This is an optimization exercise on Yosys and OpenROAD, whose aim is small area, not a production implementation. RTL that was checked went through simulation tests only; none was proved equivalent to the original. Power figures rest on the tool's default switching activity, not on a simulated workload.

==> run a <==
// irsar_link_rx
module irsar_link_rx (
    input  wire        clk,
    input  wire        rst,           
    input  wire        sym_valid,
    input  wire [9:0]  sym,           
    output wire        pay_valid,
    output wire [7:0]  pay_data,
    output reg  [6:0]  pay_index,
    output wire        hdr_valid,
    output wire [7:0]  hdr_opc,
    output wire [7:0]  hdr_hop,
    output wire [2:0]  hdr_tag,
    output wire        hdr_rsp,
    output wire        hdr_late,
    output wire        hdr_lin,
    output reg  [6:0]  hdr_len,
    output wire        frm_done,
    output wire        frm_ok,
    output wire [2:0]  frm_err,
    output wire [15:0] frm_crc,
    output reg         in_frame,
    output reg         rd_pos,
    output wire [15:0] cnt_ok,
    output wire [15:0] cnt_rej,
    output wire [15:0] cnt_cerr
);
    localparam [15:0] CRC_POLY = 16'hBAAD;
    wire       c_err, c_k, c_k285, c_k277, rd_next;
    wire [7:0] c_data;
    irsar_dec8b10b u_dec (
        .code     (sym),
        .rd_in    (rd_pos),
        .code_err (c_err),
        .is_k     (c_k),
        .is_k285  (c_k285),
        .is_k277  (c_k277),
        .data     (c_data),
        .rd_out   (rd_next)
    );
    wire c_k237 = c_k && !c_k285 && !c_k277;
    wire c_dat  = !c_err && !c_k;
    reg [2:0]  st;
    reg        last_v;        
  ...
==> module irsar_link_rx, before the edit <==
module irsar_link_rx (
    input  wire        clk,
    input  wire        rst,           
    input  wire        sym_valid,
    input  wire [9:0]  sym,           
    output wire        pay_valid,
    output wire [7:0]  pay_data,
    output reg  [6:0]  pay_index,
    output wire        hdr_valid,
    output wire [7:0]  hdr_opc,
    output wire [7:0]  hdr_hop,
    output wire [2:0]  hdr_tag,
    output wire        hdr_rsp,
    output wire        hdr_late,
    output wire        hdr_lin,
    output reg  [6:0]  hdr_len,
    output wire        frm_done,
    output wire        frm_ok,
    output wire [2:0]  frm_err,
    output wire [15:0] frm_crc,
    output reg         in_frame,
    output reg         rd_pos,
    output wire [15:0] cnt_ok,
    output wire [15:0] cnt_rej,
    output wire [15:0] cnt_cerr
);
    localparam [15:0] CRC_POLY = 16'hBAAD;
    wire       c_err, c_k, c_k285, c_k277, rd_next;
    wire [7:0] c_data;
    irsar_dec8b10b u_dec (
        .code     (sym),
        .rd_in    (rd_pos),
        .code_err (c_err),
        .is_k     (c_k),
        .is_k285  (c_k285),
        .is_k277  (c_k277),
        .data     (c_data),
        .rd_out   (rd_next)
    );
    wire c_k237 = c_k && !c_k285 && !c_k277;
    wire c_dat  = !c_err && !c_k;
    reg [2:0]  st;
    reg        last_v;        
    reg [15:0] crc;
    reg [7:0]  byte_a, byte_b;
    assign hdr_opc   = byte_a;
    assign hdr_hop   = byte_b;
    assign hdr_tag   = pay_index[5:3];
    assign hdr_rsp   = pay_index[2];
    assign hdr_late  = pay_index[1];
    assign hdr_lin   = pay_index[0];
    assign pay_data  = byte_b;
    assign frm_crc   = {byte_a, byte_b};
    assign frm_err   = hdr_len[2:0];
    assign frm_ok    = (frm_err == 3'd0);
    assign pay_valid = last_v && in_frame && (st == 3'd6);
    assign hdr_valid = last_v && in_frame && (st == 3'd4);
    assign frm_done  = last_v && !in_frame && st[1];
    reg [15:0] crc_next;
    integer i;
    always @* begin
        crc_next = crc ^ {c_data, 8'h00};
        for (i = 0; i < 8; i = i + 1)
            crc_next = crc_next[15] ? ((crc_next << 1) ^ CRC_POLY) : (crc_next << 1);
    end
    reg  [6:0] idx_inc;
    reg  [7:0] idx_cy;
    integer j;
    always @* begin
        idx_cy[0] = 1'b1;
        for (j = 0; j < 7; j = j + 1) begin
            idx_inc[j]  = pay_index[j] ^ idx_cy[j];
            idx_cy[j+1] = pay_index[j] & idx_cy[j];
        end
    end
    wire       len_bad  = c_data[7] || (c_data[6] && c_data[5] && (c_data[4:0] != 5'd0));    
    wire       s_hdr0   = (st == 3'd0);
    wire       s_hdr1   = (st == 3'd1);
    wire       s_hdr2   = (st == 3'd2);
    wire       s_hdr3   = (st == 3'd3);
    wire       s_pay    = st[2] && !st[0];              
    wire       s_crc2   = (st == 3'd5);
    wire [6:0] idx_next = st[1] ? idx_inc : 7'd0;       
    wire       pay_last = (idx_next == hdr_len);        
    wire       crc_good = (crc[7:0] == 8'h00) && (c_data == crc[15:8]);
    wire res    = in_frame ? (!c_dat || (s_hdr3 && len_bad) || s_crc2)
                           : (c_k277 && !st[0]);
    wire res_ok = in_frame && c_dat && s_crc2 && crc_good;
    wire [2:0] res_code = {!in_frame || (c_dat && st[2] && !crc_good),
                           in_frame && !c_err && (c_k || s_hdr3),
                           !in_frame || !c_dat};
    irsar_satcnt u_cnt_ok   (.clk(clk), .rst(rst), .inc(sym_valid && res && res_ok),  .q(cnt_ok));
    irsar_satcnt u_cnt_rej  (.clk(clk), .rst(rst), .inc(sym_valid && res && !res_ok), .q(cnt_rej));
    irsar_satcnt u_cnt_cerr (.clk(clk), .rst(rst), .inc(sym_valid && c_err),          .q(cnt_cerr));
    reg       in_frame_n;
    reg [2:0] st_n;
    always @* begin
        in_frame_n = in_frame;
        st_n       = st;
        if (!in_frame) begin
            st_n[1] = res;
            if (c_k277) begin
                in_frame_n = st[0];            
                st_n       = {1'b0, !st[0], 1'b0};
            end else if (!c_k237) begin
                st_n[0] = c_k285;
            end
        end else if (res) begin
            in_frame_n = 1'b0;
            st_n       = {2'b01, c_k285};
        end else if (s_pay) begin
            st_n = pay_last ? 3'd5 : 3'd6;
        end else begin
            st_n = st + 3'd1;
        end
    end
    always @(posedge clk) begin
        if (rst) begin
            in_frame <= 1'b0;
            st[0]    <= 1'b0;
            rd_pos   <= 1'b0;
            last_v   <= 1'b0;
        end else begin
            last_v <= sym_valid;
            if (sym_valid) begin
                rd_pos   <= rd_next;
                in_frame <= in_frame_n;
                st[0]    <= st_n[0];
            end
        end
    end
    always @(posedge clk) begin
        if (sym_valid)
            st[2:1] <= st_n[2:1];
        if (!in_frame)
            crc <= 16'hFFFF;
        else if (sym_valid)
            crc <= crc_next;
        if (sym_valid && s_hdr2)
            pay_index <= {1'b0, c_data[7:2]};
        else if (sym_valid && s_pay)
            pay_index <= idx_next;
        if (sym_valid && res)
            hdr_len[2:0] <= res_code;
        else if (sym_valid && s_hdr3)
            hdr_len[2:0] <= c_data[2:0];
        if (sym_valid && s_hdr3)
            hdr_len[6:3] <= c_data[6:3];
        if (sym_valid && (s_hdr0 || (s_pay && pay_last)))
            byte_a <= c_data;
        if (sym_valid && (s_hdr1 || st[2]))
            byte_b <= c_data;
    end
endmodule
==> module irsar_satcnt, before the edit <==
module irsar_satcnt (
    input  wire        clk,
    input  wire        rst,
    input  wire        inc,
    output reg  [15:0] q
);
    wire       lo_ones = &q[7:0];
    reg [16:0] t;       
    reg [15:0] n;
    integer k;
    always @* begin
        t[0] = inc;
        for (k = 0; k < 8; k = k + 1)
            t[k+1] = t[k] & q[k];
        t[8] = inc & lo_ones;
        for (k = 8; k < 16; k = k + 1)
            t[k+1] = t[k] & q[k];
        for (k = 0; k < 16; k = k + 1)
            n[k] = (q[k] ^ t[k]) | t[16];     
    end
    always @(posedge clk)
        if (rst) q <= 16'h0000;
        else     q <= n;
endmodule
==> flow/config.mk <==
export PLATFORM = sky130hd
export DESIGN_NAME = irsar_link_rx
export DESIGN_NICKNAME = irsar_link_rx
export VERILOG_FILES = /design/flow/design.v
export SDC_FILE = /design/flow/constraint.sdc
export NUM_CORES = 4
export LEC_CHECK = 0
export CAP_MARGIN = 20
export CORE_MARGIN = 2
export CORE_UTILIZATION = 40
export GPL_TIMING_DRIVEN = 0
export SLEW_MARGIN = 20
export BUFFER_PORTS_ARGS = -buffer_cell sky130_fd_sc_hd__buf_1
export CTS_ARGS = -sink_clustering_enable -repair_clock_nets -dont_use_dummy_load -buf_list sky130_fd_sc_hd__clkbuf_16 -sink_clustering_size 50 -sink_clustering_max_diameter 150
export REMOVE_ABC_BUFFERS = 1
export ADDER_MAP_FILE =
==> flow/constraint.sdc <==
create_clock -name core_clock -period 8.0 [get_ports {clk}]
set_input_delay 1.6000 -clock core_clock [delete_from_list [all_inputs] [get_ports {clk}]]
set_output_delay 1.6000 -clock core_clock [all_outputs]
set_load 0.01 [all_outputs]
standard.sh (not shown) runs the stock make flow with config.mk's settings and CLKGATE_MAP_FILE= SYNTH_SCRIPT=/design/flow/synth_recipe.tcl, a recipe that flattens the netlist after the stock synthesis.
==> flow/flow/run.sh <==
#!/bin/bash
# Layout flow: the standard ORFS flow (standard.sh) with three changes that only make
# the layout smaller:
#  - synthesis is the standard flow's own script with an area-oriented ABC mapping script (area.abc)
#    in place of ORFS's delay-oriented one; registers come out as in the standard synthesis
#  - the port buffers are the smallest buffer cell (each output drives a fixed 0.01 pF)
#  - extra ORFS settings from extra.mk, if present
set -euo pipefail
here=$(pwd)
export AREA_ABC_SCRIPT=$here/flow/area.abc
export FLOW_SYNTH_TCL=$here/synth_recipe.tcl
cat >> config.mk <<'CFG'
export BUFFER_PORTS_ARGS = -buffer_cell sky130_fd_sc_hd__buf_1
CFG
if [[ -f flow/extra.mk ]]; then cat flow/extra.mk >> config.mk; fi
bash standard.sh SYNTH_SCRIPT=$here/flow/area_synth.tcl finish > standard_flow.log 2>&1
==> flow/flow/area.abc <==
strash
&get -n
&st
&dch -f
&nf -a -R 1000
&put
mfs2
strash
&get -n
&st
&dch -f
&nf -a -R 1000
&put
mfs2
strash
&get -n
&st
&dch -f
&nf -a -R 1000
&put
mfs2
strash
&get -n
&st
&dch -f
&nf -a -R 1000
&put
mfs2
strash
&get -n
&st
&dch -f
&nf -a -R 1000
&put
mfs2
strash
&get -n
&st
&dch -f
&nf -a -R 1000
&put
mfs2
strash
&get -n
&st
&dch -f
&nf -a -R 1000
&put
mfs2
strash
&get -n
&st
&dch -f
&nf -a -R 1000
&put
mfs2
strash
&get -n
&st
&dch -f
&nf -a -R 1000
&put
mfs2
strash
&get -n
&st
&dch -f
&nf -a -R 1000
&put
mfs2
strash
&get -n
&st
&dch -f
&nf -a -R 1000
&put
mfs2
strash
&get -n
&st
&dch -f
&nf -a -R 1000
&put
mfs2
strash
&get -n
&st
&dch -f
&nf -a -R 1000
&put
mfs2
strash
&get -n
&st
&dch -f
&nf -a -R 1000
&put
mfs2
strash
&get -n
&st
&dch -f
&nf -a -R 1000
&put
mfs2
strash
&get -n
&st
&dch -f
&nf -a -R 1000
&put
mfs2
strash
&get -n
&st
&dch -f
&nf -a -R 1000
&put
mfs2
strash
&get -n
&st
&dch -f
&nf -a -R 1000
&put
mfs2
strash
&get -n
&st
&dch -f
&nf -a -R 1000
&put
mfs2
strash
&get -n
&st
&dch -f
&nf -a -R 1000
&put
mfs2
strash
&get -n
&st
&dch -f
&nf -a -R 1000
&put
mfs2
strash
&get -n
&st
&dch -f
&nf -a -R 1000
&put
mfs2
strash
&get -n
&st
&dch -f
&nf -a -R 1000
&put
mfs2
strash
&get -n
&st
&dch -f
&nf -a -R 1000
&put
mfs2
strash
&get -n
&st
&dch -f
&nf -a -R 1000
&put
mfs2
strash
&get -n
&st
&dch -f
&nf -a -R 1000
&put
mfs2
strash
&get -n
&st
&dch -f
&nf -a -R 1000
&put
mfs2
strash
&get -n
&st
&dch -f
&nf -a -R 1000
&put
mfs2
strash
&get -n
&st
&dch -f
&nf -a -R 1000
&put
mfs2
strash
&get -n
&st
&dch -f
&nf -a -R 1000
&put
==> flow/flow/extra.mk <==
export CTS_ARGS = -sink_clustering_enable -repair_clock_nets -dont_use_dummy_load -buf_list sky130_fd_sc_hd__clkbuf_16 -sink_clustering_size 50 -sink_clustering_max_diameter 150
export REMOVE_ABC_BUFFERS = 1
export ADDER_MAP_FILE =
Other scripts of this flow, unchanged in this note and not shown: flow/flow/area_synth.tcl
==> run b: changes against run a <==
--- a/flow/flow/area.abc
+++ b/flow/flow/area.abc
@@ -209 +209,211 @@
 &put
+mfs2
+strash
+&get -n
+&st
+&dch -f
+&nf -a -R 1000
+&put
+mfs2
+strash
+&get -n
+&st
+&dch -f
+&nf -a -R 1000
+&put
+mfs2
+strash
+&get -n
+&st
+&dch -f
+&nf -a -R 1000
+&put
+mfs2
+strash
+&get -n
+&st
+&dch -f
+&nf -a -R 1000
+&put
+mfs2
+strash
+&get -n
+&st
+&dch -f
+&nf -a -R 1000
+&put
+mfs2
+strash
+&get -n
+&st
+&dch -f
+&nf -a -R 1000
+&put
+mfs2
+strash
+&get -n
+&st
+&dch -f
+&nf -a -R 1000
+&put
+mfs2
+strash
+&get -n
+&st
+&dch -f
+&nf -a -R 1000
+&put
+mfs2
+strash
+&get -n
+&st
+&dch -f
+&nf -a -R 1000
+&put
+mfs2
+strash
+&get -n
+&st
+&dch -f
+&nf -a -R 1000
+&put
+mfs2
+strash
+&get -n
+&st
+&dch -f
+&nf -a -R 1000
+&put
+mfs2
+strash
+&get -n
+&st
+&dch -f
+&nf -a -R 1000
+&put
+mfs2
+strash
+&get -n
+&st
+&dch -f
+&nf -a -R 1000
+&put
+mfs2
+strash
+&get -n
+&st
+&dch -f
+&nf -a -R 1000
+&put
+mfs2
+strash
+&get -n
+&st
+&dch -f
+&nf -a -R 1000
+&put
+mfs2
+strash
+&get -n
+&st
+&dch -f
+&nf -a -R 1000
+&put
+mfs2
+strash
+&get -n
+&st
+&dch -f
+&nf -a -R 1000
+&put
+mfs2
+strash
+&get -n
+&st
+&dch -f
+&nf -a -R 1000
+&put
+mfs2
+strash
+&get -n
+&st
+&dch -f
+&nf -a -R 1000
+&put
+mfs2
+strash
+&get -n
+&st
+&dch -f
+&nf -a -R 1000
+&put
+mfs2
+strash
+&get -n
+&st
+&dch -f
+&nf -a -R 1000
+&put
+mfs2
+strash
+&get -n
+&st
+&dch -f
+&nf -a -R 1000
+&put
+mfs2
+strash
+&get -n
+&st
+&dch -f
+&nf -a -R 1000
+&put
+mfs2
+strash
+&get -n
+&st
+&dch -f
+&nf -a -R 1000
+&put
+mfs2
+strash
+&get -n
+&st
+&dch -f
+&nf -a -R 1000
+&put
+mfs2
+strash
+&get -n
+&st
+&dch -f
+&nf -a -R 1000
+&put
+mfs2
+strash
+&get -n
+&st
+&dch -f
+&nf -a -R 1000
+&put
+mfs2
+strash
+&get -n
+&st
+&dch -f
+&nf -a -R 1000
+&put
+mfs2
+strash
+&get -n
+&st
+&dch -f
+&nf -a -R 1000
+&put
+mfs2
+strash
+&get -n
+&st
+&dch -f
+&nf -a -R 1000
+&put
==> flow/flow/extra.mk (replaced) <==
export CTS_ARGS = -sink_clustering_enable -repair_clock_nets -dont_use_dummy_load -root_buf sky130_fd_sc_hd__clkbuf_8 -buf_list sky130_fd_sc_hd__clkbuf_4 -sink_clustering_size 24 -sink_clustering_max_diameter 60
export REMOVE_ABC_BUFFERS = 1
export ADDER_MAP_FILE =
Settings changed: CTS_ARGS -sink_clustering_enable -repair_clock_nets -dont_use_dummy_load -buf_list sky130_fd_sc_hd__clkbuf_16 -sink_clustering_size 50 -sink_clustering_max_diameter 150 to -sink_clustering_enable -repair_clock_nets -dont_use_dummy_load -root_buf sky130_fd_sc_hd__clkbuf_8 -buf_list sky130_fd_sc_hd__clkbuf_4 -sink_clustering_size 24 -sink_clustering_max_diameter 60.
==> run c: changes against run a <==
--- a/flow/design.v
+++ b/flow/design.v
@@ -265,6 +265,6 @@
     input  wire [9:0]  sym,           
-    output wire        pay_valid,
+    output reg         pay_valid,
     output wire [7:0]  pay_data,
     output reg  [6:0]  pay_index,
-    output wire        hdr_valid,
+    output reg         hdr_valid,
     output wire [7:0]  hdr_opc,
@@ -276,5 +276,5 @@
     output reg  [6:0]  hdr_len,
-    output wire        frm_done,
+    output reg         frm_done,
     output wire        frm_ok,
-    output wire [2:0]  frm_err,
+    output reg  [2:0]  frm_err,
     output wire [15:0] frm_crc,
@@ -302,18 +302,13 @@
     reg [2:0]  st;
-    reg        last_v;        
     reg [15:0] crc;
-    reg [7:0]  byte_a, byte_b;
-    assign hdr_opc   = byte_a;
-    assign hdr_hop   = byte_b;
-    assign hdr_tag   = pay_index[5:3];
-    assign hdr_rsp   = pay_index[2];
-    assign hdr_late  = pay_index[1];
-    assign hdr_lin   = pay_index[0];
-    assign pay_data  = byte_b;
-    assign frm_crc   = {byte_a, byte_b};
-    assign frm_err   = hdr_len[2:0];
-    assign frm_ok    = (frm_err == 3'd0);
-    assign pay_valid = last_v && in_frame && (st == 3'd6);
-    assign hdr_valid = last_v && in_frame && (st == 3'd4);
-    assign frm_done  = last_v && !in_frame && st[1];
+    reg [7:0]  b2, b1, b0;
+    assign hdr_opc  = b2;
+    assign hdr_hop  = b1;
+    assign hdr_tag  = b0[7:5];
+    assign hdr_rsp  = b0[4];
+    assign hdr_late = b0[3];
+    assign hdr_lin  = b0[2];
+    assign pay_data = b0;
+    assign frm_crc  = {b1, b0};
+    assign frm_ok   = (frm_err == 3'd0);
     reg [15:0] crc_next;
@@ -325,22 +320,9 @@
     end
-    reg  [6:0] idx_inc;
-    reg  [7:0] idx_cy;
-    integer j;
-    always @* begin
-        idx_cy[0] = 1'b1;
-        for (j = 0; j < 7; j = j + 1) begin
-            idx_inc[j]  = pay_index[j] ^ idx_cy[j];
-            idx_cy[j+1] = pay_index[j] & idx_cy[j];
-        end
-    end
-    wire       len_bad  = c_data[7] || (c_data[6] && c_data[5] && (c_data[4:0] != 5'd0));    
-    wire       s_hdr0   = (st == 3'd0);
-    wire       s_hdr1   = (st == 3'd1);
-    wire       s_hdr2   = (st == 3'd2);
+    wire [6:0] idx_inc  = pay_index + 7'd1;
+    wire       len_bad  = c_data > 8'd96;
     wire       s_hdr3   = (st == 3'd3);
-    wire       s_pay    = st[2] && !st[0];              
+    wire       s_pay    = (st == 3'd4);
     wire       s_crc2   = (st == 3'd5);
-    wire [6:0] idx_next = st[1] ? idx_inc : 7'd0;       
-    wire       pay_last = (idx_next == hdr_len);        
-    wire       crc_good = (crc[7:0] == 8'h00) && (c_data == crc[15:8]);
+    wire       pay_last = (idx_inc == hdr_len);    
+    wire       crc_good = (crc_next == 16'h0000);
     wire res    = in_frame ? (!c_dat || (s_hdr3 && len_bad) || s_crc2)
@@ -348,5 +330,2 @@
     wire res_ok = in_frame && c_dat && s_crc2 && crc_good;
-    wire [2:0] res_code = {!in_frame || (c_dat && st[2] && !crc_good),
-                           in_frame && !c_err && (c_k || s_hdr3),
-                           !in_frame || !c_dat};
     irsar_satcnt u_cnt_ok   (.clk(clk), .rst(rst), .inc(sym_valid && res && res_ok),  .q(cnt_ok));
@@ -360,6 +339,5 @@
         if (!in_frame) begin
-            st_n[1] = res;
             if (c_k277) begin
                 in_frame_n = st[0];            
-                st_n       = {1'b0, !st[0], 1'b0};
+                st_n       = 3'd0;
             end else if (!c_k237) begin
@@ -369,5 +347,5 @@
             in_frame_n = 1'b0;
-            st_n       = {2'b01, c_k285};
-        end else if (s_pay) begin
-            st_n = pay_last ? 3'd5 : 3'd6;
+            st_n       = {2'b00, c_k285};
+        end else if (s_pay && !pay_last) begin
+            st_n = 3'd4;
         end else begin
@@ -378,8 +356,12 @@
         if (rst) begin
-            in_frame <= 1'b0;
-            st[0]    <= 1'b0;
-            rd_pos   <= 1'b0;
-            last_v   <= 1'b0;
+            in_frame  <= 1'b0;
+            st[0]     <= 1'b0;
+            rd_pos    <= 1'b0;
+            pay_valid <= 1'b0;
+            hdr_valid <= 1'b0;
+            frm_done  <= 1'b0;
         end else begin
-            last_v <= sym_valid;
+            pay_valid <= sym_valid && in_frame && c_dat && s_pay && !pay_last;
+            hdr_valid <= sym_valid && in_frame && c_dat && s_hdr3 && !len_bad;
+            frm_done  <= sym_valid && res;
             if (sym_valid) begin
@@ -392,2 +374,5 @@
     always @(posedge clk) begin
+        frm_err[0] <= !in_frame || !c_dat;
+        frm_err[1] <= in_frame && !c_err && (c_k || s_hdr3);
+        frm_err[2] <= !in_frame || (c_dat && st[2] && !crc_good);
         if (sym_valid)
@@ -398,16 +383,13 @@
             crc <= crc_next;
-        if (sym_valid && s_hdr2)
-            pay_index <= {1'b0, c_data[7:2]};
+        if (!in_frame)
+            pay_index <= 7'h7F;
         else if (sym_valid && s_pay)
-            pay_index <= idx_next;
-        if (sym_valid && res)
-            hdr_len[2:0] <= res_code;
-        else if (sym_valid && s_hdr3)
-            hdr_len[2:0] <= c_data[2:0];
+            pay_index <= idx_inc;
         if (sym_valid && s_hdr3)
-            hdr_len[6:3] <= c_data[6:3];
-        if (sym_valid && (s_hdr0 || (s_pay && pay_last)))
-            byte_a <= c_data;
-        if (sym_valid && (s_hdr1 || st[2]))
-            byte_b <= c_data;
+            hdr_len <= c_data[6:0];
+        if (sym_valid && !s_hdr3) begin
+            b2 <= b1;
+            b1 <= b0;
+            b0 <= c_data;
+        end
     end
@@ -420,3 +402,2 @@
 );
-    wire       lo_ones = &q[7:0];
     reg [16:0] t;       
@@ -426,6 +407,3 @@
         t[0] = inc;
-        for (k = 0; k < 8; k = k + 1)
-            t[k+1] = t[k] & q[k];
-        t[8] = inc & lo_ones;
-        for (k = 8; k < 16; k = k + 1)
+        for (k = 0; k < 16; k = k + 1)
             t[k+1] = t[k] & q[k];
==> flow/flow/area.abc (replaced) <==
strash
dch -f
map -a
mfs2
strash
dch -f
map -a
mfs2
strash
&get -n
&st
&dch -f
&nf -a -R 1000
&put
topo
==> flow/flow/extra.mk (replaced) <==
export CTS_ARGS = -sink_clustering_enable -repair_clock_nets -buf_list sky130_fd_sc_hd__clkbuf_4 -sink_clustering_size 24 -sink_clustering_max_diameter 60
Settings changed: CTS_ARGS -sink_clustering_enable -repair_clock_nets -dont_use_dummy_load -buf_list sky130_fd_sc_hd__clkbuf_16 -sink_clustering_size 50 -sink_clustering_max_diameter 150 to -sink_clustering_enable -repair_clock_nets -buf_list sky130_fd_sc_hd__clkbuf_4 -sink_clustering_size 24 -sink_clustering_max_diameter 60, REMOVE_ABC_BUFFERS 1 to default.
==> results.txt <==
Run c passed the timing, design-rule and antenna checks. Run a ran to the end with no violations. Run b went through all stages and came out clean.
In non-clock buffer count, run b and run a do not differ.
Critical path depth, highest first: run c, run b, run a.
First-iteration DRC count: run c > run a > run b.
Die area: run b < run a < run c.
Of run c and run b, run b has the higher sequential share of layout area (gap 4.0 points).
Global-route usage: run b > run c > run a.
==> figures <==
Run status: run b timing/DRC/antenna clean; run c timing/DRC/antenna clean; run a timing/DRC/antenna clean
Capturing element of the worst setup path: run b u_cnt_rej.q[2]; run c u_cnt_rej.q[10]; run a u_cnt_rej.q[0]
Final setup margin: run b 0.455 ns; run c 0.246 ns; run a 0.554 ns
Final setup skew: run b 0.0227 ns; run c 0.0133 ns; run a 0.0222 ns
Clock root buffer: run b clkbuf_8; run c clkbuf_4; run a clkbuf_16
Met2 Wirelength: run b 5910 um; run c 6580 um; run a 5760 um
Repair and plain buffers: run b 130; run c 173; run a 130
Seq. pwr: run b 0.543 mW; run c 0.615 mW; run a 0.543 mW
Net switching power: run b 0.298 mW; run c 0.483 mW; run a 0.305 mW
Ratio of total power to cell area: run b 174 mW/mm2; run c 212 mW/mm2; run a 189 mW/mm2
Sequential-to-total area share from yosys stat: run b 44.8%; run c 45.2%; run a 44.1%
Critical register-to-register path endpoint: run b u_cnt_rej.q[2]; run c u_cnt_rej.q[10]; run a u_cnt_rej.q[0]
Minimum period implied by the final worst setup slack: run b 7.54 ns; run c 7.75 ns; run a 7.45 ns
Met3 demand-to-capacity share in global routing: run b 4.46%; run c 5.13%; run a 3.72%
The RTL of run c was laid out without a check of its function.

[static timing again, ports no longer ideal]
How much do the figures lean on ideal ports? The routed layouts below were timed once more, with nothing changed but the port constraints.
Step 1 (the two cells are an assumption about what drives the block):
set clk [get_ports {clk}]
set_driving_cell -lib_cell sky130_fd_sc_hd__clkbuf_16 $clk
set_driving_cell -lib_cell sky130_fd_sc_hd__buf_2 [delete_from_list [all_inputs] $clk]
Step 2 moves the port delays by t, midway between the first and last clock arrival at a register: inputs arrive t later, outputs are due t later. That takes back most of the time a late clock gives input paths.
Three values: ideal, step 1, step 2; two values: the first two.
run | shift t [ns] | slack for setup (ns) | worst hold slack (ns) | latest minus earliest clock arrival (ns) | slew at the worst register clock pin (ns)
run a | 0.376 | 0.554 / 0.571 / 0.195 | 0.482 / 0.482 / 0.482 | 0.022 / 0.022 | 0.08 / 0.08
run b | 0.401 | 0.455 / 0.471 / 0.070 | 0.494 / 0.494 / 0.494 | 0.023 / 0.022 | 0.10 / 0.10
run c | 0.551 | 0.246 / 0.243 / -0.308 | 0.477 / 0.477 / 0.477 | 0.015 / 0.016 | 0.12 / 0.12
With both steps, setup timing fails in run c, where it was met with ideal ports. For run c, which loses most, drivers alone change the setup slack by -0.003 ns; drivers and shift together by -0.554 ns.
